Context: an optimization exercise on an open-source flow, tuned for small area, a short achievable clock period and few clock cycles per item. The choices shown serve that exercise and are no tape-out recipe.
In this exercise RTL edits were held to simulation tests only and were not proved equivalent to the original.
Power figures rest on the tool's default switching activity, not on a simulated workload.

`design.v`:
```
module fp32_divsqrt (
    input  wire        clk,
    input  wire        rst,
    input  wire        in_valid,
    output wire        in_ready,
    input  wire        in_op,         
    input  wire [31:0] in_a,
    input  wire [31:0] in_b,
    output reg         out_valid,
    output wire [31:0] out_result,
    output wire [3:0]  out_flags      
);
    reg               busy;
    reg               op_r;
    reg               sign_r;
    reg        [4:0]  cnt;
    reg               first;      
    reg               last;       
    reg        [8:0]  exp_r;      
    reg        [25:1] W;
    reg        [24:0] D;          
    reg        [24:0] Q;
    reg        [3:0]  flg;
    assign in_ready   = !busy;
    assign out_result = {sign_r, exp_r[7:0], Q[22:0]};
    assign out_flags  = flg;
    wire [22:0] fa = in_a[22:0];
    wire [25:0] w_load = !in_op    ? {2'b01, fa, 1'b0} :
                         in_a[23]  ? {2'b00, fa, 1'b0} :
                                     {fa[22], !fa[22], fa[21:0], 2'b00};
    wire [24:0] d_load = in_op ? 25'h0800000 : {in_b[22:0], 2'b00};
    wire [7:0]  eb_in  = in_b[30:23];
    wire [24:0] q_load = {16'd0, eb_in[0], eb_in[1], eb_in[2], eb_in[3],
                          eb_in[4], eb_in[5], eb_in[6], eb_in[7], 1'b1};
    wire [8:0]  e_load = in_op ? {in_a[23], 1'b0, in_a[30:24]} : {1'b0, in_a[30:23]};
    wire [4:0]  c_load = in_op ? 5'd23 : 5'd25;
    wire [26:0] S    = {W[25:1], 2'b00};
    wire [26:0] T    = {1'b0, 1'b1, D};
    wire        ci   = !last | Q[0];
    wire [26:0] a_g  = S & ~T;
    wire [26:0] a_p  = S ^ ~T;
    wire [26:0] bg [0:8];
    wire [26:0] bp [0:8];
    assign bg[0] = {a_g[26:1], a_g[0] | (a_p[0] & ci)};
    assign bp[0] = a_p;
    genvar gk, gj;
    generate for (gk = 0; gk < 8; gk = gk + 1) begin : g_bk
        localparam integer SP = (gk < 4) ? (1 << gk) : (1 << (7 - gk));
        for (gj = 0; gj < 27; gj = gj + 1) begin : g_b
            if ((gk < 4) ? (((gj + 1) % (2 * SP)) == 0)
                         : ((((gj + 1) % (2 * SP)) == SP) && (gj > SP))) begin : g_op
                assign bg[gk+1][gj] = bg[gk][gj] | (bp[gk][gj] & bg[gk][gj-SP]);
                assign bp[gk+1][gj] = bp[gk][gj] & bp[gk][gj-SP];
            end else begin : g_pass
                assign bg[gk+1][gj] = bg[gk][gj];
                assign bp[gk+1][gj] = bp[gk][gj];
            end
        end
    end endgenerate
    wire [27:0] sum  = {bg[8][26], a_p ^ {bg[8][25:0], ci}};
    wire        s    = bg[8][26];
    wire [25:1] w_nx = s ? sum[25:1] : S[25:1];
    wire [25:0] dec  = {25'd0, op_r} << cnt;
    wire [24:0] d_nx = (D & ~dec[24:0]) | ({dec[23:0], 1'b0} & {25{s}}) | dec[25:1];
    wire [4:0]  cnt_nx = cnt - 5'd1 - {4'd0, !op_r && cnt == 5'd15 && Q[9]};
    wire        inc = s;
    wire [22:0] ones;
    assign ones[0] = 1'b1;
    genvar gi;
    generate for (gi = 1; gi < 23; gi = gi + 1) begin : g_ones
        assign ones[gi] = ones[gi-1] & Q[gi-1];
    end endgenerate
    wire        carry  = inc & ones[22] & Q[22];
    wire [22:0] frac_r = Q[22:0] ^ (ones & {23{inc}});
    wire        x_big  = (exp_r >= 9'd384);
    wire        x_383  = (exp_r == 9'd383);
    wire        x_le129 = (exp_r <= 9'd129);
    wire        x_129  = (exp_r == 9'd129);
    wire        clamp  = x_big || x_le129;
    wire        r_ovf  = x_big || (x_383 && carry);
    wire        r_unf  = (x_le129 && !x_129) || (x_129 && !carry);
    wire [7:0]  x_dec  = exp_r[7:0] - 8'd1;
    wire [7:0]  x_inc  = x_dec + {7'd0, carry};
    wire [7:0]  r_exp  = r_ovf ? 8'hFF : r_unf ? 8'h00 : {!x_inc[7], x_inc[6:0]};
    wire [22:0] r_frac = clamp ? 23'd0 : frac_r;
    wire       ea0    = exp_r[8];           
    wire [7:0] eb     = Q[8:1];             
    wire       a_frnz = (|W[23:2]) | ((op_r && !ea0) ? W[25] : W[1]);
    wire       b_frnz = |D[24:2];
    wire       a_zero = (exp_r[7:0] == 8'd0) && !(op_r && ea0);
    wire       b_zero = (eb == 8'd0);
    wire       a_max  = (exp_r[6:0] == 7'h7F) && (op_r ? ea0 : exp_r[7]);
    wire       b_max  = (eb == 8'hFF);
    wire       a_inf  = a_max & !a_frnz;
    wire       b_inf  = b_max & !b_frnz;
    wire       a_nan  = a_max & a_frnz;
    wire       b_nan  = b_max & b_frnz;
    reg        sp_hit;
    reg        sp_nan;      
    reg        sp_inf;      
    reg [3:0]  sp_flg;
    always @(*) begin
        sp_hit = 1'b1;
        sp_nan = 1'b0;
        sp_inf = 1'b0;
        sp_flg = 4'b0000;
        if (!op_r) begin
            if (a_nan || b_nan) begin
                sp_nan = 1'b1;
            end else if ((a_zero && b_zero) || (a_inf && b_inf)) begin
                sp_nan = 1'b1;
                sp_flg = 4'b0100;
            end else if (b_zero) begin
                sp_inf = 1'b1;
                if (!a_inf) sp_flg = 4'b1000;
            end else if (a_inf) begin
                sp_inf = 1'b1;
            end else if (b_inf || a_zero) begin
                sp_inf = 1'b0;
            end else begin
                sp_hit = 1'b0;
            end
        end else begin
            if (a_nan) begin
                sp_nan = 1'b1;
            end else if (a_zero) begin
                sp_inf = 1'b0;
            end else if (sign_r) begin
                sp_nan = 1'b1;
                sp_flg = 4'b0100;
            end else if (a_inf) begin
                sp_inf = 1'b1;
            end else begin
                sp_hit = 1'b0;
            end
        end
    end
    wire sp = first && sp_hit;
    wire       e_ser = (cnt[4:3] == 2'b10);
    wire       e_y   = op_r ? (cnt[4:1] == 4'b1000) : !Q[10];
    wire       e_a   = exp_r[0];
    wire       e_c   = exp_r[8];
    wire       e_s   = e_a ^ e_y ^ e_c;
    wire       e_co  = (e_a & e_y) | (e_a & e_c) | (e_y & e_c);
    always @(posedge clk) begin
        if (rst) begin
            busy      <= 1'b0;
            out_valid <= 1'b0;
        end else if (!busy) begin
            busy      <= in_valid;
            out_valid <= 1'b0;
        end else begin
            busy      <= !(sp || last);
            out_valid <= sp || last;
        end
    end
    always @(posedge clk) begin
        flg <= sp ? sp_flg : {2'b00, r_unf, r_ovf};
        if (!busy) begin
            op_r   <= in_op;
            sign_r <= in_a[31] ^ (in_b[31] & !in_op);
            cnt    <= c_load;
            first  <= 1'b1;
            last   <= 1'b0;
            exp_r  <= e_load;
            W      <= w_load[25:1];
            D      <= d_load;
            Q      <= q_load;
        end else begin
            cnt    <= cnt_nx;
            first  <= 1'b0;
            last   <= (cnt_nx == 5'd0);
            W      <= w_nx;
            D      <= d_nx;
            if (sp) begin
                Q[22:0]    <= {sp_nan, 22'd0};
                exp_r[7:0] <= (sp_nan || sp_inf) ? 8'hFF : 8'h00;
                if (sp_nan) sign_r <= 1'b0;
            end else if (last) begin
                Q[22:0]    <= r_frac;
                exp_r[7:0] <= r_exp;
            end else begin
                Q <= {Q[23:0], s};
                if (e_ser)                     exp_r <= {e_co, e_s, exp_r[7:1]};
                else if (cnt == 5'd24)         exp_r[8] <= Q[0];
            end
        end
    end
endmodule
```
`flow/run.sh`:
```
#!/bin/bash
# Own layout flow: the standard synthesis, its combinational logic re-mapped
# for area (registers untouched), then the standard layout steps with timing
# repair aimed below the clock period.
set -euo pipefail
MARGIN=6.75
R=orfs/results/$FLOW_PLATFORM/fp32_divsqrt/base
bash standard.sh synth > synth_standard.log 2>&1
bash flow/resyn.sh $R flow > resyn.log 2>&1
rm -f $R/1_synth.odb $R/1_synth.sdc
bash standard.sh synth > synth_odb.log 2>&1
bash standard.sh SETUP_SLACK_MARGIN=$MARGIN BUFFER_PORTS_ARGS="-buffer_cell sky130_fd_sc_hd__buf_1" CTS_ARGS="-sink_clustering_enable -repair_clock_nets -dont_use_dummy_load -buf_list sky130_fd_sc_hd__clkbuf_8" finish > layout.log 2>&1
```
`flow/abc.constr`:
```
set_driving_cell sky130_fd_sc_hd__buf_1
set_load 5
```
`flow/minilib.py`:
```
import re, sys
lib = open(sys.argv[1]).read()
keep = set(sys.argv[3].split(','))
out = []
i = 0
m = re.compile(r'\n\s*cell\s*\(\s*"?([A-Za-z0-9_]+)"?\s*\)\s*\{')
pos = 0
first = m.search(lib)
out.append(lib[:first.start()])
while True:
    mm = m.search(lib, pos)
    if not mm: break
    # find matching brace
    j = mm.end(); depth = 1
    while depth:
        c = lib[j]
        if c == '{': depth += 1
        elif c == '}': depth -= 1
        j += 1
    if mm.group(1) in keep:
        out.append(lib[mm.start():j])
    pos = j
out.append('\n}\n')
open(sys.argv[2], 'w').write(''.join(out))
```
`flow/resyn.abc`:
```
&get -n; &st; &dch; &nf; &st; &dch; &nf; &put; topo; stime -c; buffer -c; upsize -c -D 2500; dnsize -c -D 2500
```
`flow/resyn.sh`:
```
#!/bin/bash
# Re-map the combinational logic of the standard synthesis netlist for area,
# keeping every register instance (name and cell) as it is.
# usage: resyn.sh results_dir flow_dir
set -euo pipefail
R=$1; F=$2
LIB=$FLOW_HOME/platforms/sky130hd/lib/sky130_fd_sc_hd__tt_025C_1v80.lib
YOSYS=${YOSYS_EXE:-$FLOW_HOME/../tools/install/yosys/bin/yosys}
T=$(pwd)/resyn_tmp; mkdir -p $T
cp $R/1_2_yosys.v $T/in.v
ALL=$(grep -o "sky130_fd_sc_hd__[a-z0-9_]*" $T/in.v | sort -u)
SEQ=$(echo "$ALL" | grep -E "__(df|edf|sdf|dl|sdl|ebuf|conb)" | tr '\n' ',' || true)
COMB=$(echo "$ALL" | grep -v -E "__(df|edf|sdf|dl|sdl|ebuf|conb)" | tr '\n' ',' || true)
python3 $F/minilib.py $LIB $T/comb.lib "$COMB"
python3 $F/minilib.py $LIB $T/seq.lib "$SEQ,sky130_fd_sc_hd__conb_1"
DU=$(sed -n '/DONT_USE_CELLS/,/^$/p' $FLOW_HOME/platforms/sky130hd/config.mk | grep -o "sky130_fd_sc_hd__[a-z0-9_]*" | sed 's/^/-dont_use /' | tr '\n' ' ')
tr ';' '\n' < $F/resyn.abc > $T/area.abc
cat > $T/resyn.ys <<EOS
read_liberty $T/comb.lib
read_liberty -lib $T/seq.lib
read_verilog $T/in.v
hierarchy -top $FLOW_TOP
blackbox $(echo $SEQ | tr ',' ' ') sky130_fd_sc_hd__conb_1
flatten
opt -purge
abc -script $T/area.abc -constr $F/abc.constr -liberty $LIB $DU
opt_clean -purge
hilomap -singleton -hicell sky130_fd_sc_hd__conb_1 HI -locell sky130_fd_sc_hd__conb_1 LO
opt_clean -purge
stat -liberty $LIB
write_verilog -noattr -nohex -nodec $T/out.v
EOS
$YOSYS -q -l $T/resyn.log $T/resyn.ys > /dev/null
cp $R/1_2_yosys.v $R/1_2_yosys_standard.v
cp $T/out.v $R/1_2_yosys.v
```
`standard.sh`:
```
#!/bin/bash
# synth_recipe.tcl (not shown) runs the flow's synth.tcl, then flattens the netlist and writes it again
# the make line also repeats each setting of config.mk as NAME=value (left out here)
make -C /OpenROAD-flow-scripts/flow DESIGN_CONFIG=/design/flow/config.mk WORK_HOME=/design/flow/orfs CLKGATE_MAP_FILE= SYNTH_SCRIPT=/design/flow/synth_recipe.tcl "${@:-finish}"
```
`config.mk`:
```
export PLATFORM = sky130hd
export DESIGN_NAME = fp32_divsqrt
export DESIGN_NICKNAME = fp32_divsqrt
export VERILOG_FILES = /design/flow/design.v
export SDC_FILE = /design/flow/constraint.sdc
export NUM_CORES = 4
export LEC_CHECK = 0
export CAP_MARGIN = 20
export CORE_MARGIN = 2
export CORE_UTILIZATION = 40
export SLEW_MARGIN = 20
```
`constraint.sdc`:
```
create_clock -name core_clock -period 10.0 [get_ports {clk}]
set_input_delay 2.0000 -clock core_clock [delete_from_list [all_inputs] [get_ports {clk}]]
set_output_delay 2.0000 -clock core_clock [all_outputs]
set_load 0.01 [all_outputs]
```
==> implementation parameters, run 1 <==
Parameter                              Value

Finish
  Most common library cell in the layout ignoring fill and taps ... sky130_fd_sc_hd__buf_1
  Number of nets in the layout ... roughly 940
  Fraction of final layout cells sized beyond drive strength 1 ... under 10%
  Count of antenna diodes in the layout ... 0
  Area Overhead vs Synth ... 17.57%
  Most used cells in the layout excluding fill and tap cells ... sky130_fd_sc_hd__buf_1 (104), sky130_fd_sc_hd__o21ai_0 (91), sky130_fd_sc_hd__nand2_1 (75)
  Number of filler instances in the final layout ... around 1,500

Global routing
  Congestion Overflow GR ... 0
  Met1 Usage GRT ... roughly a third
  Number of global-route vias before repair ... between 5,000 and 6,000
  Overall routing resource usage ... roughly a quarter
  Initial antenna violation count ... 0
  Pin count of the biggest net entering global routing ... 51
  Global-route wire length before repair ... between 30 and 40 mm
  GR Util met2 ... between 30% and 40%
  Most used routing layer in global routing ... met2
  Met3 Usage GRT ... 4.555%

Drt
  Routed vias/inst ... just under 6
  # DRC ... 0
  Routed wire length per instance ... ~19 um
  ANT nets after route ... 0
  Initial detailed-routing violation count ... around 540
  Count of TritonRoute iterations in the first routing pass ... 5
  Number of vias after detailed routing ... 6,262
  Wire length reported by the detailed router ... 19.87 mm

Worst hold path
  Worst min path class ... register to register

Placement
  Post-place setup slack ... approximately 6.3 ns
  Detailed placer's ending HPWL ... 13.81 mm
  Final Wtd Congestion ... ~0.89
  Count of input and output buffers ... 105

STA
  Final critical-path share of the clock period ... between 30% and 40%
  Total setup violations reported at the end of the flow ... 0
  Min cycle time layout ... between 3 and 4 ns
  RSZ-0062 raised after global routing ... no
  Final number of max-transition violations ... 0
  Worst clock skew on the final layout ... 0.03015 ns
  Slew at the pin with the worst max-slew slack ... 0.8614 ns
  Slack of the critical path ... just under 7 ns
  Maximum operating frequency ... approximately 310 MHz
  Final-report hold violation count ... 0
  Setup tns final ... 0 ns
  Max transition margin ... a little over two fifths

Pwr
  Sequential group share of total power ... between 40 and 50%
  Net switching share of the total power ... 40.05%
  Internal portion of total power ... approximately 0.00074 W
  Clock share of power ... between 10% and 20%
  Combinational fraction of design power ... 38.6%
  Leak pwr ... 2.459 nW
  Power density normalized to cell area ... approximately 170 nW/um2
  Max rail drop VDD ... ~0.07 mV
  Total power ... 0.001227 W
  Reported net switching power ... ~0.00049 W

Clocking
  Clock tree from TritonCTS ... built
  Clock network latency to the later pin of the worst-skew pair ... 0.40 ns
  CTS Root Buffer Type ... sky130_fd_sc_hd__clkbuf_8
  Clock edge transition at the registers on the reported setup and hold paths ... ~0.10 ns
  Total clock sinks ... between 90 and 100
  Maximum root-to-sink buffer count ... 2
  TritonCTS Buffers ... 9
  H-tree levels ... 3

Yosys
  Synthesized cell area ... 6023 um2
  Synth Net Count ... ~840
  Synthesized area per cell ... 7.822 um2
  Synthesized instance count ... 770
  Yosys warning total ... 1

Die
  Vertical extent of the die ... between 100 and 150 um
  I/O pins ... between 100 and 150
  CORE AREA ... around 15,000 um2
  Die ar. ... 16,060 um2
  X dimension of the die ... about 130 um
  Initial standard-cell utilization of the core ... between 40% and 50%
  Site Rows ... 44

Outcome
  Run status ... complete, no violations

Setup path
  Endpoint arrival time on the critical path ... 1.21 ns
  Endpoint kind of the worst setup timing path ... primary output
  Critical Path RT ... approximately 8 ns
  CP Max Fanout ... 9
  Sort of element at the start of the critical path ... register
  Category of the most critical setup path ... register to primary output

Run
  Maxcap violations ... 0
-- sequential cells by signal, indices dropped and copies added, names as in the netlist --
register / count
first: 1
cnt: 5
exp_r: 9
busy: 1
sign_r: 1
last: 1
D: 25
flg: 4
W: 25
op_r: 1
out_result: 15
out_valid: 1
eb: 8
-- area by class of cell --
class / instances / area, um2 / area share, %
Timing Repair Buffer: 129 / 681.9 / 9.629
Tap cell: 184 / 230.2 / 3.251
Inverter: 20 / 80.08 / 1.131
Multi-Input combinational cell: 612 / 3891 / 54.95
Sequential cell: 97 / 2074 / 29.29
Clock buffer: 9 / 123.9 / 1.749
-- worst max-delay path, cell delays in order (launching register included) --
cell	delay, ns
sky130_fd_sc_hd__dfxtp_4	0.36
sky130_fd_sc_hd__buf_12	0.13
sky130_fd_sc_hd__inv_6	0.08
sky130_fd_sc_hd__buf_12	0.13
sky130_fd_sc_hd__buf_6	0.10
-- final timing paths --
path,from,end,slack [ns],depth (start not counted)
worst max-delay path,busy,in_ready,6.79,4
worst max register to register,D[13],eb[7],6.86,12
worst min register to register,out_result[14],out_result[15],0.48,2
worst min-delay path,out_result[14],out_result[15],0.48,2
-- metal layers --
layer | vias up | wire length [um]
met5 | - | 0
met4 | 0 | 539
met3 | 34 | 1169
met2 | 221 | 9216
met1 | 2958 | 8945
li1 | 3049 | -
-- power by group through the flow --
stage,Combinational (W),Sequential [W],Clock [W]
after floorplan,0.000331,0.000508,0
final,0.000473,0.000539,0.000214
after CTS,0.000438,0.000533,0.000221
after global placement,0.000416,0.000541,0
after global routing,0.000524,0.000549,0.000234
after detailed placement,0.000420,0.000540,0
-- stage by stage --
step           instances  hold slack [ns]  area [um2]  util, %
2_1_floorplan        770           0.4590        6023        -
3_3_place_gp        1024           0.4663        6535    44.63
3_5_place_dp        1024           0.4675        6535    44.63
4_1_cts             1038           0.4839        6810    46.51
5_1_grt             1051           0.5269        7082    48.36
6_report            1051           0.4795        7082    48.36
-- what timing repair did --
action	4_1_cts	5_1_grt
buffers inserted	3	12
cloned	2	1
resized for setup	16	37
endpoints found under the hold margin	0	0
pin swaps	2	7
hold buffers	0	0
setup endpoints to repair	18	57
Testbench counts, summed over its fixed seeds: cycles 62,573, ops 2,400.
==> inputs of run 2 (changes only) <==
--- a/config.mk
+++ b/config.mk
@@ -10,2 +10,3 @@
 export CORE_UTILIZATION = 40
+export PLACE_DENSITY = 0.4
 export SLEW_MARGIN = 20
==> implementation parameters, run 2 <==
Parameter                              Value

Finish
  Non-filler cells, final ... 1,055
  Number of filler instances in the final layout ... between 1,000 and 1,500
  Number of nets in the layout ... roughly 940
  Fraction of final layout cells sized beyond drive strength 1 ... around a tenth
  Area Overhead vs Synth ... 18.40%
  Most common library cell in the layout ignoring fill and taps ... sky130_fd_sc_hd__buf_1
  Most used cells in the layout excluding fill and tap cells ... sky130_fd_sc_hd__buf_1 (105), sky130_fd_sc_hd__o21ai_0 (90), sky130_fd_sc_hd__nand2_1 (76)
  Count of antenna diodes in the layout ... 0
  Final core utilization ... 48.70%

Die
  Site Rows ... 44
  X dimension of the die ... about 130 um
  Initial standard-cell utilization of the core ... just over 40%
  CORE AREA ... roughly 15,000 um2
  I/O pins ... between 100 and 150
  Vertical extent of the die ... approximately 130 um
  Die ar. ... roughly 16,000 um2

Global routing
  Number of global-route vias before repair ... just under 6,000
  Overall routing resource usage ... 25.48%
  Global-route wire length before repair ... ~32 mm
  Initial antenna violation count ... 0
  Pin count of the biggest net entering global routing ... 52
  Congestion Overflow GR ... 0

Placement
  Post-place setup slack ... around 6.3 ns
  Detailed placer's ending HPWL ... 14.65 mm
  Cell total after placement ... around 1,000
  Final Wtd Congestion ... roughly 0.9
  Count of input and output buffers ... approximately 110

Worst hold path
  Worst min path class ... register to register
  Min-Delay Endpoint ... out_result[15]
  HP Start ... out_result[14]
  Min-Delay Path Depth ... 2

Drt
  Routed wire length per instance ... between 20 and 25 um
  Count of TritonRoute iterations in the first routing pass ... 5
  ANT nets after route ... 0
  # DRC ... 0
  Routed vias/inst ... around 6
  Wire length reported by the detailed router ... 21.18 mm
  Number of vias after detailed routing ... approximately 6,300
  Initial detailed-routing violation count ... 373

Setup path
  Logic depth of the worst register-to-register path ... 13
  Flop-to-flop setup slack ... 6.87 ns
  Critical Path RT ... 8.00 ns
  Endpoint arrival time on the critical path ... between 1 and 1.5 ns
  CP Max Fanout ... 15
  End of the worst register-to-register path ... exp_r[3]
  Sort of element at the start of the critical path ... register
  Category of the most critical setup path ... register to primary output
  R2R Path Start ... D[14]
  Endpoint kind of the worst setup timing path ... primary output

STA
  Final critical-path share of the clock period ... 31.37%
  Setup tns final ... 0 ns
  Maximum operating frequency ... between 300 and 400 MHz
  Final-report hold violation count ... 0
  Worst clock skew on the final layout ... around 0.04 ns
  Max transition margin ... between 50 and 60%
  Worst hold margin ... 0.4841 ns
  Slack of the critical path ... around 6.9 ns
  Slew at the pin with the worst max-slew slack ... about 0.74 ns
  RSZ-0062 raised after global routing ... yes
  Final number of max-transition violations ... 0
  Total setup violations reported at the end of the flow ... 0
  Min cycle time layout ... approximately 3.1 ns

Run
  Maxcap violations ... 0

Clocking
  H-tree levels ... 3
  Maximum root-to-sink buffer count ... 2
  Clock network latency to the later pin of the worst-skew pair ... 0.40 ns
  Total clock sinks ... between 90 and 100
  CTS Root Buffer Type ... sky130_fd_sc_hd__clkbuf_8
  TritonCTS Buffers ... 9
  Clock edge transition at the registers on the reported setup and hold paths ... between 0.1 and 0.15 ns
  Clock tree from TritonCTS ... built

Yosys
  Synthesized area per cell ... around 7.8 um2
  Synthesized cell area ... approximately 6000 um2
  Yosys warning total ... 1
  Synth Net Count ... between 800 and 900
  Synthesized instance count ... 770

Outcome
  Run status ... complete, no violations

Pwr
  Max rail drop VDD ... roughly 0.075 mV
  Power density normalized to cell area ... about 180 nW/um2
  Leak pwr ... 2.495 nW
-- run 2: repair_timing --
item,4_1_cts,5_1_grt
setup buffers,1,18
gates cloned,2,1
hold buffers,0,0
gates resized for setup,15,46
pin swaps,1,19
endpoints found under the setup margin,38,44
-- run 2: worst max-delay path by stage --
stage / endpoint / depth (start not counted) / slack [ns] / from
final: in_ready / 3 / 6.86 / busy
after detailed placement: exp_r[3] / 12 / 6.33 / last
after global placement: W[12] / 4 / 6.36 / in_op
after floorplan: W[15] / 4 / 7.07 / in_op
after CTS: exp_r[3] / 13 / 6.73 / D[13]
after global routing: out_result[14] / 13 / 6.70 / D[15]
-- run 2: per-layer routing --
layer | part of all wire, % | vias up | wire [um] | GRT usage, %
met4 | 1.8 | 0 | 384 | 8.016
li1 | - | 3063 | - | -
met2 | 49 | 224 | 10300 | 42.86
met1 | 44 | 3019 | 9299 | 32.78
met3 | 5.6 | 29 | 1186 | 5.609
met5 | 0 | - | 0 | 0
-- run 2: cell type report --
type / instances / area, um2 / area share, %
inverters: 20 / 75.07 / 1.053
well taps: 184 / 230.2 / 3.228
clock buffers: 9 / 123.9 / 1.737
repair buffers: 133 / 700.7 / 9.825
flip-flops and latches: 97 / 2087 / 29.26
multi-input cells: 612 / 3915 / 54.89
-- run 2: report_power, final --
part / switching (W) / internal [W]
logic: 0.000290 / 0.000226
clock network: 0.000135 / 0.0000811
registers: 0.0000881 / 0.000449
-- run 2: per-stage QoR --
step	cell area, um2	total power, W
after detailed placement	6535	0.0009655
after global routing	7132	0.001345
after CTS	6798	0.001200
after floorplan	6023	0.0008393
after global placement	6535	0.0009612
final	7132	0.001269
-- run 2: critical path, stage by stage (launching register included) --
cell	delay, ns
sky130_fd_sc_hd__dfxtp_4	0.38
sky130_fd_sc_hd__buf_12	0.15
sky130_fd_sc_hd__clkinv_1	0.09
sky130_fd_sc_hd__buf_1	0.13
==> inputs of run 3 (changes only) <==
--- a/config.mk
+++ b/config.mk
@@ -10,3 +10,4 @@
 export CORE_UTILIZATION = 40
-export PLACE_DENSITY = 0.4
+export PLACE_DENSITY = 0.5
 export SLEW_MARGIN = 20
+export TNS_END_PERCENT = 0
==> implementation parameters, run 3 <==
Parameter                              Value

Yosys
  Synth Net Count ... 838
  Synthesized area per cell ... 7.822 um2
  Synthesized instance count ... between 700 and 800
  Yosys warning total ... 1
  Synthesized cell area ... around 6000 um2

Die
  Vertical extent of the die ... ~130 um
  Site Rows ... 44
  I/O pins ... 106
  X dimension of the die ... about 130 um
  Initial standard-cell utilization of the core ... between 40 and 50%
  Die ar. ... around 16,000 um2
  CORE AREA ... 14,640 um2

Pwr
  Max rail drop VDD ... just over 0.07 mV
  Power density normalized to cell area ... between 150 and 200 nW/um2
  Leak pwr ... about 2.4 nW
  Total power ... roughly 0.0012 W

Global routing
  Number of global-route vias before repair ... roughly 5,900
  Congestion Overflow GR ... 0
  Initial antenna violation count ... 0
  Global-route wire length before repair ... approximately 33 mm
  Pin count of the biggest net entering global routing ... 52
  Overall routing resource usage ... between 20 and 30%

Worst hold path
  Min-Delay Endpoint ... out_result[15]
  Min-Delay Path Depth ... 2
  HP Start ... out_result[14]
  Worst min path class ... register to register

Setup path
  Crit. Startpoint ... busy
  Sort of element at the start of the critical path ... register
  CP Max Fanout ... 17
  Critical Path RT ... roughly 8 ns
  Endpoint kind of the worst setup timing path ... primary output
  Number of buffer and inverter instances along the worst setup path ... 2
  Cell family contributing the most delay on the critical path ... flip-flops
  CP max stage cell ... sky130_fd_sc_hd__dfxtp_4
  Logic depth of the worst register-to-register path ... 13
  R2R Path Start ... W[12]
  Endpoint arrival time on the critical path ... approximately 1.3 ns
  End of the worst register-to-register path ... exp_r[3]
  Flop-to-flop setup slack ... a little under 7 ns
  Highest cell delay on the worst timing path ... 0.57 ns
  Category of the most critical setup path ... register to primary output
  Critical path, cell by cell ... clkinv_1 > buf_1

Placement
  Post-place setup slack ... 6.298 ns
  Detailed placer's ending HPWL ... 14.69 mm
  Final Wtd Congestion ... 0.9020
  Count of input and output buffers ... between 100 and 150

Clocking
  Quantity of hold-fixing buffers added after cts ... 0
  Clock edge transition at the registers on the reported setup and hold paths ... 0.11 ns
  Clock tree from TritonCTS ... built
  CTS Root Buffer Type ... sky130_fd_sc_hd__clkbuf_8
  TritonCTS Buffers ... 9
  H-tree levels ... 3
  Clock network latency to the later pin of the worst-skew pair ... approximately 0.4 ns
  Maximum root-to-sink buffer count ... 2
  Total clock sinks ... between 90 and 100

Drt
  Wire length reported by the detailed router ... between 20 and 25 mm
  Routed wire length per instance ... 19.74 um
  Routed vias/inst ... 5.987
  Count of TritonRoute iterations in the first routing pass ... 5
  ANT nets after route ... 0
  # DRC ... 0
  Number of vias after detailed routing ... slightly above 6,000
  Initial detailed-routing violation count ... between 400 and 500

Finish
  Count of antenna diodes in the layout ... 0
  Most used cells in the layout excluding fill and tap cells ... sky130_fd_sc_hd__buf_1 (105), sky130_fd_sc_hd__o21ai_0 (91), sky130_fd_sc_hd__dfxtp_1 (78)
  Most common library cell in the layout ignoring fill and taps ... sky130_fd_sc_hd__buf_1
  Fraction of final layout cells sized beyond drive strength 1 ... 6.440%
  Number of nets in the layout ... ~900
  Final core utilization ... between 40% and 50%
  Area Overhead vs Synth ... 13.42%

STA
  Final number of max-transition violations ... 0
  Total setup violations reported at the end of the flow ... 0
  Slack of the critical path ... approximately 6.7 ns
  Min cycle time layout ... about 3.3 ns
  RSZ-0062 raised after global routing ... yes
  Final critical-path share of the clock period ... between 30% and 40%
  Worst hold margin ... ~0.47 ns
  Worst clock skew on the final layout ... 0.03760 ns
  Final-report hold violation count ... 0
  Max transition margin ... 39.07%
  Maximum operating frequency ... just over 300 MHz
  Setup tns final ... 0 ns
  Slew at the pin with the worst max-slew slack ... 0.9140 ns

Outcome
  Run status ... complete, no violations

Run
  Maxcap violations ... 0
## run 3: layer usage
| metal | up-vias | track usage [%] | part of all wire (%) |
|---|---|---|---|
| li1 | 3036 | - | - |
| met1 | 2932 | 33.82 | 46 |
| met2 | 205 | 42.07 | 46 |
| met3 | 42 | 5.103 | 5.4 |
| met4 | 0 | 9.955 | 3.5 |
| met5 | - | 0 | 0 |
## run 3: how the worst max path moves through the flow
stage / end / slack, ns / cells after the start
floorplan: W[15] / 7.07 / 4
global placement: exp_r[4] / 6.38 / 12
detailed placement: exp_r[7] / 6.30 / 12
CTS: in_ready / 6.64 / 2
global route: exp_r[3] / 6.59 / 13
finish: in_ready / 6.74 / 2
## run 3: where the power goes
part / total (W) / internal (W) / switching [W]
combinational: 0.000453 / 0.000192 / 0.000261
sequential: 0.000539 / 0.000448 / 0.0000914
clock: 0.000216 / 0.0000811 / 0.000135
## run 3: per-stage QoR
stage	cells	instance area [um2]
floorplan	770	6023
global placement	1023	6528
detailed placement	1023	6528
CTS	1033	6708
global route	1038	6832
finish	1038	6832
## run 3: worst register-to-register path: cells and delay by family (launching register included)
kind | cells | cell delay, ns
compound gates | 6 | 1.02
xor+xnor | 1 | 0.21
buf+inv | 1 | 0.18
flops | 1 | 0.38
simple gates | 5 | 1.13
## run 3: timing repair
item / 4_1_cts / 5_1_grt
gates resized for setup: 8 / 21
setup endpoints to repair: 34 / 68
pin swaps: 1 / 4
buffers inserted: 1 / 5
cloned: 0 / 0
## run 3: cell type report
class	count	area [um2]
clock buffers	9	123.9
fillers	1525	7812
inverters	20	75.07
multi-input cells	612	3827
flip-flops and latches	97	2069
well taps	184	230.2
repair buffers	116	505.5
==> inputs of run 4 (changes only) <==
--- a/flow/run.sh
+++ b/flow/run.sh
@@ -5,3 +5,3 @@
 set -euo pipefail
-MARGIN=6.75
+MARGIN=6.85
 R=orfs/results/$FLOW_PLATFORM/fp32_divsqrt/base
--- a/config.mk
+++ b/config.mk
@@ -12,2 +12 @@
 export SLEW_MARGIN = 20
-export TNS_END_PERCENT = 0
==> implementation parameters, run 4 <==
Parameter                              Value

Worst hold path
  Worst min path class ... register to register

Die
  Site Rows ... 44
  CORE AREA ... 14,640 um2
  X dimension of the die ... around 130 um
  Initial standard-cell utilization of the core ... 41.13%
  I/O pins ... 106
  Die ar. ... 16,060 um2
  Vertical extent of the die ... 126.7 um

Global routing
  Pin count of the biggest net entering global routing ... 52
  Overall routing resource usage ... roughly a quarter
  Number of global-route vias before repair ... around 6,000
  Initial antenna violation count ... 0
  Global-route wire length before repair ... around 33 mm
  Congestion Overflow GR ... 0

Setup path
  Highest cell delay on the worst timing path ... ~0.53 ns
  Capture point of the worst path ... out_result[26]
  CP max stage cell ... sky130_fd_sc_hd__edfxtp_1
  Endpoint kind of the worst setup timing path ... primary output
  Stages on worst setup path ... 1
  Critical path, cell by cell ... buf_1
  Sort of element at the start of the critical path ... register
  Flop-to-flop setup slack ... 6.95 ns
  Number of buffer and inverter instances along the worst setup path ... 1
  CP Max Fanout ... 7
  Cell family contributing the most delay on the critical path ... flip-flops
  Crit. Startpoint ... exp_r[3]
  Logic depth of the worst register-to-register path ... 13
  Endpoint arrival time on the critical path ... 1.12 ns
  Critical Path RT ... approximately 8 ns
  End of the worst register-to-register path ... W[23]
  R2R Path Start ... W[9]
  Category of the most critical setup path ... register to primary output

Clocking
  Clock tree from TritonCTS ... built
  CTS Root Buffer Type ... sky130_fd_sc_hd__clkbuf_8
  Clock network latency to the later pin of the worst-skew pair ... ~0.41 ns
  TritonCTS Buffers ... 9
  Maximum root-to-sink buffer count ... 2
  Quantity of hold-fixing buffers added after cts ... 0
  Total clock sinks ... just under 100
  Clock edge transition at the registers on the reported setup and hold paths ... 0.11 ns
  H-tree levels ... 3

Finish
  Non-filler cells, final ... around 1,100
  Fraction of final layout cells sized beyond drive strength 1 ... 11.56%
  Most used cells in the layout excluding fill and tap cells ... sky130_fd_sc_hd__buf_1 (105), sky130_fd_sc_hd__o21ai_0 (91), sky130_fd_sc_hd__nand2_1 (76)
  Number of filler instances in the final layout ... roughly 1,500
  Most common library cell in the layout ignoring fill and taps ... sky130_fd_sc_hd__buf_1
  Count of antenna diodes in the layout ... 0
  Number of nets in the layout ... 944
  Register area ... 2090 um2
  Area Overhead vs Synth ... 18.65%
  Total area of multi-input combinational cells ... just under 4000 um2

Yosys
  Yosys warning total ... 1
  Synth Net Count ... 838
  Synthesized cell area ... 6023 um2
  Synthesized instance count ... 770
  Synthesized area per cell ... between 7 and 8 um2

STA
  RSZ-0062 raised after global routing ... yes
  Total setup violations reported at the end of the flow ... 0
  Final-report hold violation count ... 0
  Worst clock skew on the final layout ... between 0.03 and 0.04 ns
  Final critical-path share of the clock period ... a little under a third
  Min cycle time layout ... 3.117 ns
  Slack of the critical path ... around 6.9 ns
  Max transition margin ... about 53%
  Slew at the pin with the worst max-slew slack ... 0.7116 ns
  Final number of max-transition violations ... 0
  Maximum operating frequency ... around 320 MHz
  Setup tns final ... 0 ns

Pwr
  Power density normalized to cell area ... between 150 and 200 nW/um2
  Total power ... ~0.0013 W
  Leak pwr ... around 2.5 nW
  Max rail drop VDD ... roughly 0.071 mV

Drt
  Wire length reported by the detailed router ... 21.15 mm
  # DRC ... 0
  Count of TritonRoute iterations in the first routing pass ... 5
  Initial detailed-routing violation count ... between 400 and 500
  ANT nets after route ... 0
  Routed vias/inst ... ~6.0
  Number of vias after detailed routing ... around 6,300
  Routed wire length per instance ... roughly 20 um

Placement
  Final Wtd Congestion ... roughly 0.90
  Detailed placer's ending HPWL ... between 10 and 15 mm
  Cell total after placement ... 1,023
  Post-place setup slack ... ~6.3 ns
  Count of input and output buffers ... ~110

Run
  Maxcap violations ... 0

Outcome
  Run status ... complete, no violations
==> run 4: cell types whose count changed in the layout (fill, tap and decap cells not counted), moves of 2 or more <==
cell | before | now
sky130_fd_sc_hd__dfxtp_4 | 3 | 6
sky130_fd_sc_hd__nor2b_4 | 0 | 2
sky130_fd_sc_hd__dfxtp_1 | 78 | 68
sky130_fd_sc_hd__nor4_2 | 3 | 1
sky130_fd_sc_hd__nor2b_1 | 26 | 24
sky130_fd_sc_hd__buf_4 | 8 | 26
sky130_fd_sc_hd__nor4_4 | 0 | 3
sky130_fd_sc_hd__and3_1 | 6 | 4
sky130_fd_sc_hd__dfxtp_2 | 5 | 12
==> run 4: final cells by class <==
cell class / count / share of cell area (%)
Multi-Input combinational cell: 612 / 55.29
Timing Repair Buffer: 136 / 9.471
Inverter: 20 / 1.050
Tap cell: 184 / 3.221
Sequential cell: 97 / 29.24
Clock buffer: 9 / 1.733
==> run 4: report_power, final <==
part           total (W)  switching, W  internal [W]
Combinational   0.000516      0.000292      0.000224
Sequential      0.000534     0.0000845      0.000449
Clock           0.000216      0.000135     0.0000810
Total            0.00127      0.000511      0.000755
==> run 4: worst min-delay path by stage <==
| stage | slack (ns) | startpoint | cells past startpoint | end |
|---|---|---|---|---|
| finish | 0.47 | out_result[14] | 2 | out_result[15] |
| global route | 0.49 | out_result[14] | 2 | out_result[15] |
| CTS | 0.47 | out_result[14] | 2 | out_result[15] |
| detailed placement | 0.48 | out_result[14] | 2 | out_result[15] |
| global placement | 0.48 | out_result[14] | 2 | out_result[15] |
| floorplan | 0.46 | first | 1 | flg[1] |
==> run 4: layer usage <==
| metal | part of all wire, % | track usage [%] | vias up |
|---|---|---|---|
| met5 | 0 | 0 | - |
| li1 | - | - | 3069 |
| met4 | 3.4 | 9.890 | 0 |
| met2 | 46 | 43.28 | 233 |
| met3 | 6.3 | 5.230 | 44 |
| met1 | 44 | 34.18 | 2989 |
==> run 4: repair_timing <==
action                     4_1_cts  5_1_grt
pin swaps                        5        6
gates resized for setup         23       45
setup endpoints to repair       66       38
setup buffers                    7       18
gates cloned                     0        1
==> run 4: worst register-to-register path, stage by stage (launching register included) <==
cell and delay, ns:
sky130_fd_sc_hd__dfxtp_1 0.37, sky130_fd_sc_hd__nor2b_1 0.19, sky130_fd_sc_hd__maj3_1 0.36, sky130_fd_sc_hd__nand2_1 0.08, sky130_fd_sc_hd__a32oi_2 0.13, sky130_fd_sc_hd__buf_4 0.17, sky130_fd_sc_hd__a31oi_4 0.21, sky130_fd_sc_hd__o21bai_1 0.15
sky130_fd_sc_hd__maj3_1 0.40, sky130_fd_sc_hd__o21ba_2 0.23, sky130_fd_sc_hd__a21oi_1 0.18, sky130_fd_sc_hd__xor2_1 0.16, sky130_fd_sc_hd__a21oi_1 0.09, sky130_fd_sc_hd__a221o_1 0.25
==> run 4: per-stage QoR <==
| stage | utilization [%] | cell area (um2) | hold slack (ns) |
|---|---|---|---|
| 2_1_floorplan | - | 6023 | 0.4590 |
| 3_3_place_gp | 44.57 | 6528 | 0.4756 |
| 3_5_place_dp | 44.57 | 6528 | 0.4783 |
| 4_1_cts | 46.47 | 6805 | 0.4718 |
| 5_1_grt | 48.80 | 7147 | 0.4883 |
| 6_report | 48.80 | 7147 | 0.4741 |
==> inputs of run 5 (changes only) <==
--- a/flow/run.sh
+++ b/flow/run.sh
@@ -5,3 +5,3 @@
 set -euo pipefail
-MARGIN=6.85
+MARGIN=7.0
 R=orfs/results/$FLOW_PLATFORM/fp32_divsqrt/base
==> implementation parameters, run 5 <==
Parameter                              Value

Outcome
  Run status ... complete, no violations

Pwr
  Reported net switching power ... between 0.0005 and 0.0006 W
  Total power ... ~0.0013 W
  Power density normalized to cell area ... 176.4 nW/um2
  Net switching share of the total power ... about two fifths
  Clock share of power ... 16.1%
  Internal portion of total power ... a little over 0.0008 W
  Leak pwr ... ~2.7 nW
  Sequential group share of total power ... roughly 40%
  Combinational fraction of design power ... about 45%
  Max rail drop VDD ... slightly below 0.07 mV

Clocking
  Clock tree from TritonCTS ... built
  Total clock sinks ... 97
  CTS Root Buffer Type ... sky130_fd_sc_hd__clkbuf_8
  Clock network latency to the later pin of the worst-skew pair ... 0.40 ns
  H-tree levels ... 3
  TritonCTS Buffers ... 9
  Clock edge transition at the registers on the reported setup and hold paths ... 0.11 ns
  Quantity of hold-fixing buffers added after cts ... 0
  Maximum root-to-sink buffer count ... 2

Finish
  Number of nets in the layout ... 968
  Area Overhead vs Synth ... 25.38%
  Most used cells in the layout excluding fill and tap cells ... sky130_fd_sc_hd__o21ai_0 (89), sky130_fd_sc_hd__buf_1 (87), sky130_fd_sc_hd__nand2_1 (73)
  Count of antenna diodes in the layout ... 0
  Total area of multi-input combinational cells ... around 4000 um2
  Register area ... approximately 2100 um2
  Most common library cell in the layout ignoring fill and taps ... sky130_fd_sc_hd__o21ai_0
  Fraction of final layout cells sized beyond drive strength 1 ... about a fifth
  Non-Filler Cell Area, Final ... between 7000 and 8000 um2
  Number of filler instances in the final layout ... roughly 1,500

Drt
  Wire length reported by the detailed router ... between 20 and 25 mm
  Count of TritonRoute iterations in the first routing pass ... 5
  Routed vias/inst ... around 6
  Initial detailed-routing violation count ... between 300 and 400
  Routed wire length per instance ... around 20 um
  ANT nets after route ... 0
  # DRC ... 0
  Number of vias after detailed routing ... 6,464

Die
  CORE AREA ... about 15,000 um2
  Site Rows ... 44
  Initial standard-cell utilization of the core ... about two fifths
  Vertical extent of the die ... roughly 130 um
  X dimension of the die ... ~130 um
  I/O pins ... roughly 110
  Die ar. ... 16,060 um2

STA
  Slack of the critical path ... between 6 and 7 ns
  Maximum operating frequency ... around 320 MHz
  Worst clock skew on the final layout ... between 0.03 and 0.04 ns
  Final-report hold violation count ... 0
  Setup tns final ... 0 ns
  Min cycle time layout ... ~3 ns
  Total setup violations reported at the end of the flow ... 0
  RSZ-0062 raised after global routing ... yes
  Final critical-path share of the clock period ... about 31%
  Slew at the pin with the worst max-slew slack ... approximately 0.74 ns
  Final number of max-transition violations ... 0
  Max transition margin ... roughly 51%
  Worst hold margin ... about 0.47 ns

Yosys
  Synthesized area per cell ... approximately 7.8 um2
  Synth Net Count ... roughly 840
  Synthesized cell area ... between 6000 and 7000 um2
  Synthesized instance count ... 770
  Yosys warning total ... 1

Global routing
  Congestion Overflow GR ... 0
  Initial antenna violation count ... 0
  Overall routing resource usage ... between 20% and 30%
  Number of global-route vias before repair ... approximately 6,200
  Pin count of the biggest net entering global routing ... 31
  Global-route wire length before repair ... 34.05 mm

Worst hold path
  Worst min path class ... register to register

Placement
  Post-place setup slack ... approximately 6.3 ns
  Dpl cell area ... around 6500 um2
  Detailed placer's ending HPWL ... roughly 15 mm
  Final Wtd Congestion ... about 0.90
  Count of input and output buffers ... approximately 110

Setup path
  Endpoint kind of the worst setup timing path ... register
  Sort of element at the start of the critical path ... register
  Critical Path RT ... slightly above 10 ns
  Endpoint arrival time on the critical path ... around 3.3 ns
  Category of the most critical setup path ... register to register
  CP Max Fanout ... 8

Run
  Maxcap violations ... 0
==> run 5: what timing repair did <==
action | in CTS | in global routing
gates cloned | 2 | 0
setup endpoints to repair | 109 | 93
resized for setup | 68 | 72
pin swaps | 16 | 25
setup buffers | 25 | 23
==> run 5: critical path, cell delays in order, from the launching register on <==
cell                       delay [ns]
sky130_fd_sc_hd__dfxtp_4         0.38
sky130_fd_sc_hd__xor2_4          0.20
sky130_fd_sc_hd__nor4_4          0.33
sky130_fd_sc_hd__nand3_1         0.13
sky130_fd_sc_hd__a32oi_2         0.29
sky130_fd_sc_hd__a31o_1          0.18
sky130_fd_sc_hd__a211o_1         0.20
sky130_fd_sc_hd__and3_4          0.24
sky130_fd_sc_hd__buf_6           0.11
sky130_fd_sc_hd__and3_4          0.20
sky130_fd_sc_hd__nand2_4         0.06
sky130_fd_sc_hd__a21oi_4         0.30
sky130_fd_sc_hd__a31oi_1         0.13
sky130_fd_sc_hd__o211ai_1        0.18
==> run 5: worst paths after layout <==
kind	start	endpoint	slack [ns]	depth (start not counted)
worst min register to register	out_result[16]	out_result[17]	0.47	2
worst min-delay path	out_result[16]	out_result[17]	0.47	2
worst max register to register	D[13]	exp_r[3]	6.91	13
worst max-delay path	D[13]	exp_r[3]	6.91	13
==> run 5: layout make-up <==
type                       instances  share of cell area (%)
tap                              184                   3.048
sequential                        97                   28.16
inverter                          20                  0.9940
multi-input combinational        612                   53.63
clock buffer                       9                   1.640
timing repair buffer             160                   12.52
==> run 5: power groups by stage <==
stage / clock network, W / registers [W] / logic, W
after floorplan: 0 / 0.000508 / 0.000331
after global placement: 0 / 0.000546 / 0.000416
after detailed placement: 0 / 0.000547 / 0.000420
after CTS: 0.000220 / 0.000528 / 0.000526
after global routing: 0.000235 / 0.000534 / 0.000645
final: 0.000214 / 0.000526 / 0.000592
==> run 5: per-stage QoR <==
stage / util [%] / instances
global route: 51.57 / 1082
detailed placement: 44.57 / 1023
global placement: 44.57 / 1023
finish: 51.57 / 1082
floorplan: - / 770
CTS: 48.74 / 1059
==> run 5: metal layers <==
metal | track usage (%) | vias to the layer above | share of wire, %
met5 | 0 | - | 0
met2 | 44.86 | 223 | 47
met3 | 5.567 | 42 | 6.2
li1 | - | 3115 | -
met4 | 10.28 | 0 | 2.9
met1 | 34.70 | 3084 | 44
==> inputs of run 6 (changes only) <==
--- a/flow/run.sh
+++ b/flow/run.sh
@@ -5,3 +5,3 @@
 set -euo pipefail
-MARGIN=7.0
+MARGIN=6.75
 R=orfs/results/$FLOW_PLATFORM/fp32_divsqrt/base
==> implementation parameters, run 6 <==
Parameter                              Value

Die
  Initial standard-cell utilization of the core ... about two fifths
  Vertical extent of the die ... 126.7 um
  X dimension of the die ... 126.7 um
  Site Rows ... 44
  Die ar. ... roughly 16,000 um2
  I/O pins ... between 100 and 150
  CORE AREA ... approximately 15,000 um2

Yosys
  Synthesized cell area ... around 6000 um2
  Yosys warning total ... 1
  Synthesized area per cell ... approximately 7.8 um2
  Synth Net Count ... 838
  Synthesized instance count ... 770

Finish
  Most used cells in the layout excluding fill and tap cells ... sky130_fd_sc_hd__buf_1 (105), sky130_fd_sc_hd__o21ai_0 (91), sky130_fd_sc_hd__dfxtp_1 (77)
  Fraction of final layout cells sized beyond drive strength 1 ... 8.130%
  Most common library cell in the layout ignoring fill and taps ... sky130_fd_sc_hd__buf_1
  Area Overhead vs Synth ... 15.60%
  Number of nets in the layout ... approximately 930
  Number of filler instances in the final layout ... between 1,500 and 2,000
  Count of antenna diodes in the layout ... 0

Run
  Maxcap violations ... 0

Setup path
  Stages on worst setup path ... 1
  Highest cell delay on the worst timing path ... between 0.5 and 0.6 ns
  Critical Path RT ... roughly 8 ns
  Sort of element at the start of the critical path ... register
  Flop-to-flop setup slack ... a little under 7 ns
  Logic depth of the worst register-to-register path ... 13
  Endpoint kind of the worst setup timing path ... primary output
  End of the worst register-to-register path ... out_result[14]
  Number of buffer and inverter instances along the worst setup path ... 1
  Endpoint arrival time on the critical path ... 1.13 ns
  Critical path, cell by cell ... buf_1
  CP Max Fanout ... 7
  CP max stage cell ... sky130_fd_sc_hd__dfxtp_1
  R2R Path Start ... W[12]
  Cell family contributing the most delay on the critical path ... flip-flops
  Category of the most critical setup path ... register to primary output

Global routing
  Initial antenna violation count ... 0
  Pin count of the biggest net entering global routing ... 52
  Global-route wire length before repair ... between 30 and 40 mm
  Overall routing resource usage ... approximately 26%
  Congestion Overflow GR ... 0
  Number of global-route vias before repair ... around 5,900

Clocking
  Clock network latency to the later pin of the worst-skew pair ... ~0.40 ns
  Maximum root-to-sink buffer count ... 2
  H-tree levels ... 3
  CTS Root Buffer Type ... sky130_fd_sc_hd__clkbuf_8
  Clock edge transition at the registers on the reported setup and hold paths ... about 0.11 ns
  TritonCTS Buffers ... 9
  Clock tree from TritonCTS ... built
  Total clock sinks ... 97

Placement
  Detailed placer's ending HPWL ... ~15 mm
  Count of input and output buffers ... around 110
  Final Wtd Congestion ... 0.9020
  Post-place setup slack ... 6.298 ns

Worst hold path
  HP Start ... out_result[14]
  Min-Delay Path Depth ... 2
  Min-Delay Endpoint ... out_result[15]
  Worst min path class ... register to register

STA
  Setup tns final ... 0 ns
  Final number of max-transition violations ... 0
  Final critical-path share of the clock period ... between 30 and 40%
  RSZ-0062 raised after global routing ... yes
  Slack of the critical path ... 6.871 ns
  Total setup violations reported at the end of the flow ... 0
  Min cycle time layout ... around 3.1 ns
  Max transition margin ... 51.08%
  Maximum operating frequency ... 319.6 MHz
  Worst clock skew on the final layout ... approximately 0.036 ns
  Slew at the pin with the worst max-slew slack ... between 0.7 and 0.8 ns
  Final-report hold violation count ... 0

Drt
  Initial detailed-routing violation count ... roughly 460
  Routed vias/inst ... ~6
  Number of vias after detailed routing ... between 6,000 and 7,000
  Wire length reported by the detailed router ... ~21 mm
  Count of TritonRoute iterations in the first routing pass ... 4
  ANT nets after route ... 0
  # DRC ... 0
  Routed wire length per instance ... about 20 um

Outcome
  Run status ... complete, no violations

Pwr
  Leak pwr ... approximately 2.4 nW
  Power density normalized to cell area ... 177.6 nW/um2
  Max rail drop VDD ... between 0.07 and 0.08 mV
==> run 6: area by class of cell <==
type	instances	area [um2]	share of cell area (%)
Multi-Input combinational cell	612	3876	55.67
Timing Repair Buffer	123	579.3	8.320
Tap cell	184	230.2	3.306
Sequential cell	97	2078	29.85
Inverter	20	75.07	1.078
Clock buffer	9	123.9	1.779
==> run 6: what timing repair did <==
| action | 4_1_cts | 5_1_grt |
|---|---|---|
| pin swaps | 2 | 7 |
| endpoints found under the setup margin | 34 | 55 |
| cloned | 0 | 1 |
| gates resized for setup | 15 | 28 |
| hold buffers | 0 | 0 |
| buffers inserted | 2 | 10 |
==> run 6: how the worst max path moves through the flow <==
stage	start	endpoint
final	out_result[9]	out_result[9]
after global routing	W[12]	out_result[14]
after CTS	busy	in_ready
after detailed placement	last	exp_r[7]
after global placement	last	exp_r[4]
after floorplan	in_op	W[15]
==> run 6: report_power, final <==
part           total [W]  internal [W]  switching, W
Combinational   0.000486      0.000207      0.000279
Clock           0.000215     0.0000811      0.000134
Sequential      0.000536      0.000448     0.0000875
==> run 6: metrics by stage <==
step	cell area, um2	total power (W)	util (%)	instances	hold WS, ns
3_5_place_dp	6528	0.0009668	44.57	1023	0.4783
6_report	6963	0.001237	47.55	1045	0.4762
3_3_place_gp	6528	0.0009625	44.57	1023	0.4756
5_1_grt	6963	0.001317	47.55	1045	0.4881
4_1_cts	6746	0.001194	46.07	1034	0.4718
2_1_floorplan	6023	0.0008393	-	770	0.4590
==> run 6: per-layer routing <==
metal / share of wire (%) / vias to the layer above / track usage [%]
met5: 0 / - / 0
met4: 3.3 / 0 / 9.955
met1: 45 / 2975 / 33.93
li1: - / 3042 / -
met2: 46 / 200 / 42.13
met3: 5.4 / 41 / 5.061
==> inputs of run 7 (changes only) <==
--- a/config.mk
+++ b/config.mk
@@ -10,2 +10,3 @@
 export CORE_UTILIZATION = 40
+export GPL_ROUTABILITY_DRIVEN = 0
 export PLACE_DENSITY = 0.5
==> implementation parameters, run 7 <==
Parameter                              Value

Outcome
  Run status ... complete, no violations

Worst hold path
  HP Start ... out_result[14]
  Worst min path class ... register to register

Yosys
  Synth Net Count ... approximately 840
  Yosys warning total ... 1
  Synthesized cell area ... 6023 um2
  Synthesized instance count ... 770
  Synthesized area per cell ... between 7 and 8 um2

Finish
  Area Overhead vs Synth ... 15.60%
  Number of nets in the layout ... 931
  Fraction of final layout cells sized beyond drive strength 1 ... just over 8%
  Count of antenna diodes in the layout ... 0
  Non-Filler Cell Area, Final ... 6963 um2
  Register area ... roughly 2100 um2
  Most common library cell in the layout ignoring fill and taps ... sky130_fd_sc_hd__buf_1
  Number of filler instances in the final layout ... approximately 1,500
  Final core utilization ... 47.55%
  Most used cells in the layout excluding fill and tap cells ... sky130_fd_sc_hd__buf_1 (105), sky130_fd_sc_hd__o21ai_0 (91), sky130_fd_sc_hd__dfxtp_1 (77)
  Total area of multi-input combinational cells ... 3876 um2

Setup path
  Critical Path RT ... about 8.0 ns
  Highest cell delay on the worst timing path ... between 0.5 and 0.6 ns
  Logic depth of the worst register-to-register path ... 13
  Category of the most critical setup path ... register to primary output
  Flop-to-flop setup slack ... approximately 7 ns
  Cell family contributing the most delay on the critical path ... flip-flops
  CP max stage cell ... sky130_fd_sc_hd__dfxtp_1
  CP Max Fanout ... 7
  Number of buffer and inverter instances along the worst setup path ... 1
  Stages on worst setup path ... 1
  End of the worst register-to-register path ... out_result[14]
  Sort of element at the start of the critical path ... register
  Capture point of the worst path ... out_result[9]
  Endpoint kind of the worst setup timing path ... primary output
  R2R Path Start ... W[12]
  Crit. Startpoint ... out_result[9]
  Critical path, cell by cell ... buf_1
  Endpoint arrival time on the critical path ... ~1.1 ns

Drt
  # DRC ... 0
  Routed wire length per instance ... 19.92 um
  Count of TritonRoute iterations in the first routing pass ... 4
  Wire length reported by the detailed router ... about 21 mm
  ANT nets after route ... 0
  Routed vias/inst ... around 6
  Initial detailed-routing violation count ... 458
  Number of vias after detailed routing ... 6,258

Global routing
  Pin count of the biggest net entering global routing ... 52
  Overall routing resource usage ... 25.82%
  Congestion Overflow GR ... 0
  Number of global-route vias before repair ... slightly below 6,000
  Initial antenna violation count ... 0
  Global-route wire length before repair ... approximately 33 mm

Clocking
  TritonCTS Buffers ... 9
  Total clock sinks ... 97
  H-tree levels ... 3
  Maximum root-to-sink buffer count ... 2
  Clock edge transition at the registers on the reported setup and hold paths ... around 0.11 ns
  Quantity of hold-fixing buffers added after cts ... 0
  Clock network latency to the later pin of the worst-skew pair ... roughly 0.40 ns
  Clock tree from TritonCTS ... built
  CTS Root Buffer Type ... sky130_fd_sc_hd__clkbuf_8

Die
  I/O pins ... 106
  Die ar. ... 16,060 um2
  Vertical extent of the die ... 126.7 um
  X dimension of the die ... 126.7 um
  Site Rows ... 44
  Initial standard-cell utilization of the core ... between 40% and 50%
  CORE AREA ... between 10,000 and 15,000 um2

STA
  Min cycle time layout ... roughly 3.1 ns
  Max transition margin ... between 50% and 60%
  Slew at the pin with the worst max-slew slack ... approximately 0.73 ns
  Final number of max-transition violations ... 0
  Total setup violations reported at the end of the flow ... 0
  Final-report hold violation count ... 0
  Setup tns final ... 0 ns
  Maximum operating frequency ... approximately 320 MHz
  Worst clock skew on the final layout ... around 0.036 ns
  Final critical-path share of the clock period ... 31.29%
  RSZ-0062 raised after global routing ... yes

Pwr
  Max rail drop VDD ... ~0.071 mV
  Power density normalized to cell area ... ~180 nW/um2
  Leak pwr ... ~2.4 nW

Run
  Maxcap violations ... 0

Placement
  Dpl cell area ... 6528 um2
  Count of input and output buffers ... 105
  Detailed placer's ending HPWL ... between 10 and 15 mm
==> run 7: layout make-up <==
class	instances	area share, %
multi-input cells	612	55.67
flip-flops and latches	97	29.85
repair buffers	123	8.320
well taps	184	3.306
clock buffers	9	1.779
inverters	20	1.078
==> run 7: routing by layer <==
metal  part of all wire (%)  vias to the layer above  GRT usage, %
met5                      0                        -             0
met4                    3.3                        0         9.955
met3                    5.4                       41         5.061
met2                     46                      200         42.13
met1                     45                     2975         33.93
li1                       -                     3042             -
==> run 7: per-stage QoR <==
| step | total power, W | instances | hold WS [ns] | worst slack [ns] |
|---|---|---|---|---|
| final | 0.001237 | 1045 | 0.4762 | 6.871 |
| after global routing | 0.001317 | 1045 | 0.4881 | 6.691 |
| after floorplan | 0.0008393 | 770 | 0.4590 | 7.066 |
| after detailed placement | 0.0009668 | 1023 | 0.4783 | 6.298 |
| after global placement | 0.0009625 | 1023 | 0.4756 | 6.379 |
| after CTS | 0.001194 | 1034 | 0.4718 | 6.639 |
==> run 7: timing repair <==
item                                    4_1_cts  5_1_grt
endpoints found under the setup margin       34       55
pin swaps                                     2        7
gates cloned                                  0        1
buffers inserted                              2       10
resized for setup                            15       28
==> run 7: report_power, final <==
part	switching [W]	internal, W
Sequential	0.0000875	0.000448
Clock	0.000134	0.0000811
Combinational	0.000279	0.000207
Total	0.000500	0.000737
==> run 7: how the worst min path moves through the flow <==
| stage | end | slack (ns) | cells after the start |
|---|---|---|---|
| detailed placement | out_result[15] | 0.48 | 2 |
| global placement | out_result[15] | 0.48 | 2 |
| global route | out_result[15] | 0.49 | 2 |
| CTS | out_result[15] | 0.47 | 2 |
| floorplan | flg[1] | 0.46 | 1 |
| finish | out_result[15] | 0.48 | 2 |
==> inputs of run 8 (changes only) <==
--- a/config.mk
+++ b/config.mk
@@ -9,4 +9,3 @@
 export CORE_MARGIN = 2
-export CORE_UTILIZATION = 40
-export GPL_ROUTABILITY_DRIVEN = 0
+export CORE_UTILIZATION = 50
 export PLACE_DENSITY = 0.5
==> implementation parameters, run 8 <==
Parameter                              Value

Setup path
  Endpoint kind of the worst setup timing path ... register
  Sort of element at the start of the critical path ... register
  Category of the most critical setup path ... register to register
  CP Max Fanout ... 7
  Endpoint arrival time on the critical path ... between 3 and 4 ns
  Critical path, cell by cell ... xor2_2 > nor4_4 > nand3_1 > a32oi_2 > a31o_1 > a211o_1 > and3_4 > a311oi_4 > buf_6 > and2_1 > or2_1 > a31oi_1 > o211ai_1
  Highest cell delay on the worst timing path ... 0.37 ns
  CP max stage cell ... sky130_fd_sc_hd__dfxtp_2
  Critical Path RT ... just over 10 ns

Placement
  Detailed placer's ending HPWL ... around 14 mm
  Cell total after placement ... 986
  Final Wtd Congestion ... ~0.92
  Dpl cell area ... 6481 um2
  Count of input and output buffers ... around 110

Pwr
  Net switching share of the total power ... roughly 40%
  Combinational fraction of design power ... 39.3%
  Power density normalized to cell area ... 176.7 nW/um2
  Clock share of power ... between 15 and 20%
  Internal portion of total power ... 0.0007417 W
  Max rail drop VDD ... ~0.10 mV
  Sequential group share of total power ... between 40% and 50%
  Leak pwr ... around 2.4 nW
  Reported net switching power ... 0.0004959 W

Drt
  Count of TritonRoute iterations in the first routing pass ... 5
  Initial detailed-routing violation count ... between 400 and 500
  Number of vias after detailed routing ... 6,359
  Routed wire length per instance ... about 20 um
  Wire length reported by the detailed router ... ~20 mm
  # DRC ... 0
  ANT nets after route ... 0
  Routed vias/inst ... approximately 6.3

Global routing
  Number of global-route vias before repair ... 5,979
  Global-route wire length before repair ... 31.08 mm
  Overall routing resource usage ... between 30% and 40%
  Congestion Overflow GR ... 0
  Initial antenna violation count ... 1
  Pin count of the biggest net entering global routing ... 52

STA
  Max transition margin ... a little under three fifths
  Worst clock skew on the final layout ... 0.01989 ns
  RSZ-0062 raised after global routing ... yes
  Final number of max-transition violations ... 0
  Final critical-path share of the clock period ... roughly 32%
  Setup tns final ... 0 ns
  Total setup violations reported at the end of the flow ... 0
  Maximum operating frequency ... approximately 310 MHz
  Slew at the pin with the worst max-slew slack ... about 0.67 ns
  Final-report hold violation count ... 0
  Min cycle time layout ... roughly 3.2 ns

Die
  Die ar. ... 12,940 um2
  Initial standard-cell utilization of the core ... roughly half
  X dimension of the die ... 113.8 um
  Site Rows ... 40
  Vertical extent of the die ... approximately 110 um
  CORE AREA ... approximately 12,000 um2
  I/O pins ... approximately 110

Yosys
  Synth Net Count ... approximately 840
  Synthesized cell area ... 6023 um2
  Synthesized area per cell ... between 7 and 8 um2
  Synthesized instance count ... 770
  Yosys warning total ... 1

Clocking
  TritonCTS Buffers ... 9
  Clock network latency to the later pin of the worst-skew pair ... 0.39 ns
  CTS Root Buffer Type ... sky130_fd_sc_hd__clkbuf_8
  Total clock sinks ... 97
  Clock tree from TritonCTS ... built
  Maximum root-to-sink buffer count ... 2
  Quantity of hold-fixing buffers added after cts ... 0
  Clock edge transition at the registers on the reported setup and hold paths ... around 0.09 ns
  H-tree levels ... 3

Worst hold path
  Worst min path class ... register to register

Finish
  Non-Filler Cell Area, Final ... around 7000 um2
  Number of filler instances in the final layout ... ~1,200
  Number of nets in the layout ... 934
  Area Overhead vs Synth ... 16.31%
  Fraction of final layout cells sized beyond drive strength 1 ... 9.028%
  Most common library cell in the layout ignoring fill and taps ... sky130_fd_sc_hd__buf_1
  Count of antenna diodes in the layout ... 0
  Non-filler cells, final ... 1,011
  Most used cells in the layout excluding fill and tap cells ... sky130_fd_sc_hd__buf_1 (105), sky130_fd_sc_hd__o21ai_0 (91), sky130_fd_sc_hd__nand2_1 (78)

Outcome
  Run status ... complete, no violations

Run
  Maxcap violations ... 0
## run 8: what timing repair did
item	CTS	global route
gates resized for setup	16	38
buffers inserted	2	12
pin swaps	3	16
endpoints found under the setup margin	23	46
gates cloned	2	0
## run 8: power groups by stage
| stage | Sequential (W) | Clock (W) | Combinational, W |
|---|---|---|---|
| final | 0.000537 | 0.000215 | 0.000486 |
| after global routing | 0.000544 | 0.000229 | 0.000538 |
| after CTS | 0.000532 | 0.000217 | 0.000443 |
| after detailed placement | 0.000538 | 0 | 0.000422 |
| after global placement | 0.000537 | 0 | 0.000414 |
| after floorplan | 0.000508 | 0 | 0.000331 |
## run 8: final cells by class
class	instances	area, um2	share of cell area [%]
Clock buffer	9	123.9	1.768
Inverter	20	75.07	1.072
Sequential cell	97	2081	29.70
Tap cell	147	183.9	2.625
Multi-Input combinational cell	612	3911	55.83
Timing Repair Buffer	126	630.6	9.002
## run 8: metrics by stage
step	total power, W	hold slack [ns]	util [%]	worst slack, ns
after floorplan	0.0008393	0.4590	-	7.066
after global placement	0.0009514	0.4718	54.64	6.433
after detailed placement	0.0009607	0.4819	54.64	6.337
after CTS	0.001192	0.4863	56.90	6.723
after global routing	0.001311	0.5200	59.06	6.641
final	0.001238	0.4841	59.06	6.798
## run 8: final timing paths
check              endpoint  slack, ns            from  depth (start not counted)
max                exp_r[4]       6.80           D[15]                         13
min reg2reg  out_result[15]       0.48  out_result[14]                          2
min          out_result[15]       0.48  out_result[14]                          2
max reg2reg        exp_r[4]       6.80           D[15]                         13
## run 8: per-layer routing
layer  up-vias  share of wire (%)  track usage (%)
li1       3054                  -                -
met2       222                 49            51.26
met1      3042                 44            39.45
met3        39                5.3            5.792
met5         -              0.066                0
met4         2                2.4            11.63
## run 8: worst max-delay path, delay by kind of cell, from the launching register on
kind                      cells  cell delay (ns)
and+or+nand+nor               5             1.11
AOI/OAI and AO/OA             6             1.06
DFF                           1             0.37
xor gates and xnor gates      1             0.21
buffers and inverters         1             0.16

==> port drivers added, routing unchanged <==
How much do the figures lean on ideal ports? The routed layouts below were timed once more, with nothing changed but the port constraints. Step 1 sets driving cells, clkbuf_16 on the clock port and buf_2 on the other inputs (assumed; they add their load-dependent delay and slew). Step 2 moves the port delays by t, midway between the first and last clock arrival at a register: inputs arrive t later, outputs are due t later. That takes back most of the time a late clock gives input paths. Slacks: ideal / step 1 / step 2; pairs: ideal / step 1.
run	t, ns	setup slack, ns	clock arrival spread, ns	pins driven straight from the clock port
run 1	0.423	6.787 / 6.748 / 6.425	0.030 / 0.030	1
run 2	0.420	6.863 / 6.822 / 6.496	0.039 / 0.039	1
run 3	0.421	6.736 / 6.697 / 6.372	0.038 / 0.037	1
run 4	0.430	6.883 / 6.843 / 6.630	0.036 / 0.036	1
run 5	0.421	6.908 / 6.908 / 6.771	0.032 / 0.032	1
run 6	0.420	6.871 / 6.832 / 6.568	0.036 / 0.036	1
run 7	0.420	6.871 / 6.832 / 6.568	0.036 / 0.036	1
run 8	0.419	6.798 / 6.798 / 6.518	0.020 / 0.020	1
After both steps every run listed still meets setup and hold. The setup slack of run 2, which loses most, moves by -0.041 ns with the drivers and by -0.367 ns with both steps.
